This design comes from an exercise in tuning for small area, a short achievable clock period and few clock cycles per item on the open sky130 flow, not from production work.

## run 1
## aes_cell
module aes_cell (
    input  wire         clk,
    input  wire         rst,           
    input  wire         in_valid,
    output wire         in_ready,
    input  wire         in_decrypt,    
    input  wire         in_key256,     
    input  wire [255:0] in_key,
    input  wire [127:0] in_block,
    output reg          out_valid,
    output reg  [127:0] out_block
);
    reg          busy;
    reg          pre;           
    reg          dec_r;
    reg          k256_r;
    reg          par;           
    reg  [3:0]   cnt;
    reg  [7:0]   rc;
    reg  [127:0] st;            
    reg  [255:0] kw;            
    wire last    = (cnt == (k256_r ? 4'd14 : 4'd10));
    wire lastpre = (cnt == (k256_r ? 4'd13 : 4'd10));
    wire fin     = busy && !pre && last;    
    assign in_ready = !busy || fin;
    function [7:0] xt;
        input [7:0] a;
        xt = {a[6:0], 1'b0} ^ (a[7] ? 8'h1b : 8'h00);
    endfunction
    function [7:0] xtinv;       
        input [7:0] a;
        xtinv = a[0] ? ({1'b1, a[7:1]} ^ 8'h0d) : {1'b0, a[7:1]};
    endfunction
    function [31:0] mixcol;
        input [31:0] c;
        reg [7:0] a0, a1, a2, a3, t;
        begin
            {a0, a1, a2, a3} = c;
  ...
Size: ~12000 cells after synthesis, ~520 I/O pins, about 0.077 mm² of cells after synthesis.
clock: 12.0 ns
lec_check: 0
cap_margin: 20
core_margin: 2
core_utilization: 25
place_density: 0.35
slew_margin: 20
standard.sh (not shown) runs the stock make flow with config.mk's settings and CLKGATE_MAP_FILE= SYNTH_SCRIPT=/design/flow/synth_recipe.tcl, a recipe that flattens the netlist after the stock synthesis.
==> flow/flow/run.sh <==
#!/bin/bash
# Own layout flow: the standard ORFS flow, except that synthesis maps the
# combinational logic with the ABC script in flow/abc.script instead of ORFS's.
# Everything else (registers, flattening, renaming, floorplan, placement,
# CTS, routing) is the standard flow.
set -euo pipefail
W=$PWD
cat > "$W/own_synth.tcl" <<EOF2
proc abc {args} {
  set i [lsearch -exact \$args -script]
  if {\$i >= 0} { set args [lreplace \$args [expr {\$i + 1}] [expr {\$i + 1}] $W/flow/abc.script] }
  puts "own_synth: abc with \$args"
  yosys abc {*}\$args
}
source $W/synth_recipe.tcl
EOF2
sed "s#SYNTH_SCRIPT=[^ ]*#SYNTH_SCRIPT=$W/own_synth.tcl#" standard.sh > own_standard.sh
grep -q "own_synth.tcl" own_standard.sh
bash own_standard.sh > "$W/flow_make.log" 2>&1
==> flow/flow/abc.script <==
strash
dch
map -a
What run 2 does differently from run 1 at the input level:
Settings: ABC_AREA: unset -> 1.
==> flow/run.sh (new file) <==
#!/bin/bash
# synth_recipe.tcl (not shown) runs the flow's synth.tcl, then flattens the netlist and writes it again
# the make line also repeats each setting of config.mk as NAME=value (left out here)
make -C /OpenROAD-flow-scripts/flow DESIGN_CONFIG=/design/flow/config.mk WORK_HOME=/design/flow/orfs CLKGATE_MAP_FILE= SYNTH_SCRIPT=/design/flow/synth_recipe.tcl finish
removed: flow/flow/run.sh
removed: flow/flow/abc.script
removed: flow/standard.sh
Findings:
- Compared with run 1, run 2 shows a lower synthesis-to-finish area growth.
- Measured against run 2, the met2 wire length of run 1 comes out at 0.67 times the reference value.
- Compare run 2 and run 1 | data required time at the worst endpoint lower: run 1
- Summary: worst setup slack, run 2 better than run 1
- Post-route fraction of the period consumed by the critical path: run 2 < run 1
- Going from run 1 to run 2, the number of buffer and inverter stages on the critical path was found to have gone down by 5.
- Non-clock buffer count: run 2 vs run 1 down about 18%
- In the floorplan summary, run 2 is listed with a die area greater than that of run 1.
- Run 1 reports its main combinational cell family by area after synthesis as XOR/XNOR gates while run 2 reports simple AND/OR/NAND/NOR gates.
- Run 2 vs run 1: synthesized cell count up by more than half
- Run 1 has a lower routed length on met1 than run 2.
No functional check of the RTL was part of any run of this note.

== v6 ==
aes_cell, a different RTL version from the one above (not shown whole).
Size: about 1500 flip-flops, roughly 520 I/O pins.
export LEC_CHECK = 0
export CAP_MARGIN = 20
export CORE_MARGIN = 2
export CORE_UTILIZATION = 25
export PLACE_DENSITY = 0.35
export SLEW_MARGIN = 20
create_clock -name core_clock -period 12.0 [get_ports {clk}]
==> flow/flow/run.sh <==
#!/bin/bash
# Own layout flow: the standard ORFS flow, except that synthesis maps the
# combinational logic with the ABC script in flow/abc.script instead of ORFS's.
# Everything else (registers, flattening, renaming, floorplan, placement,
# CTS, routing) is the standard flow.
set -euo pipefail
W=$PWD
cat > "$W/own_synth.tcl" <<EOF2
proc abc {args} {
  set i [lsearch -exact \$args -script]
  if {\$i >= 0} { set args [lreplace \$args [expr {\$i + 1}] [expr {\$i + 1}] $W/flow/abc.script] }
  puts "own_synth: abc with \$args"
  yosys abc {*}\$args
}
source $W/synth_recipe.tcl
EOF2
sed "s#SYNTH_SCRIPT=[^ ]*#SYNTH_SCRIPT=$W/own_synth.tcl#" standard.sh > own_standard.sh
grep -q "own_synth.tcl" own_standard.sh
bash own_standard.sh > "$W/flow_make.log" 2>&1
==> flow/flow/abc.script <==
strash
dch
map -a
The inputs of v7 differ from those of v6 as listed below.
Settings: putting ABC_AREA at 1 where nothing was set.
==> flow/run.sh (new file) <==
#!/bin/bash
# synth_recipe.tcl (not shown) runs the flow's synth.tcl, then flattens the netlist and writes it again
# the make line also repeats each setting of config.mk as NAME=value (left out here)
make -C /OpenROAD-flow-scripts/flow DESIGN_CONFIG=/design/flow/config.mk WORK_HOME=/design/flow/orfs CLKGATE_MAP_FILE= SYNTH_SCRIPT=/design/flow/synth_recipe.tcl finish
removed: flow/flow/run.sh
removed: flow/flow/abc.script
removed: flow/standard.sh
==> comparison <==
On v7: post-synthesis share of cell area spent on and, or, nand and nor gates is 13 points higher than what v6 gave. Design area (v7 vs. v6) increases by more than 10%. In v7, the clock distribution area overhead in the final layout came out 0.63 points below the value in v6. The lower share of cells above drive strength 1 of v7 and v6 is in v6. v6 tops out at a lower clock frequency than v7. Max core utilization across v7 and v6: v6. Between v6 and v7, the combined flip-flop and latch cell area figures differ only marginally. Synthesized cell count sits higher in v7 than in v6.
No functional check of the RTL was part of any run of this note.

[afterwards: timing with drivers on the ports]
No port has a modelled driver above. Below, the same layouts with a new extraction and two added sets of constraints. Step 1 assumes that a clkbuf_16 drives the clock port and a buf_2 every other input. Step 2 moves the port delays by t, midway between the first and last clock arrival at a register: inputs arrive t later, outputs are due t later. That takes back most of the time a late clock gives input paths. Three values: ideal ports, drivers, drivers and shift; two values: the first two.
| run | t, ns | setup WS [ns] | worst hold slack (ns) | worst slew at a driven data input, ns |
|---|---|---|---|---|
| run 1 | 0.912 | 0.792 / 0.792 / 0.792 | 0.457 / 0.457 / 0.457 | 0.07 |
| run 2 | 0.964 | 2.279 / 2.279 / 2.279 | 0.458 / 0.458 / 0.458 | 0.28 |
| v6 | 1.069 | 4.253 / 4.127 / 5.016 | 0.278 / 0.278 / 0.278 | 0.23 |
| v7 | 1.066 | 5.255 / 5.131 / 6.063 | 0.293 / 0.293 / 0.293 | 0.65 |
After both steps setup and hold are still met in every run listed.
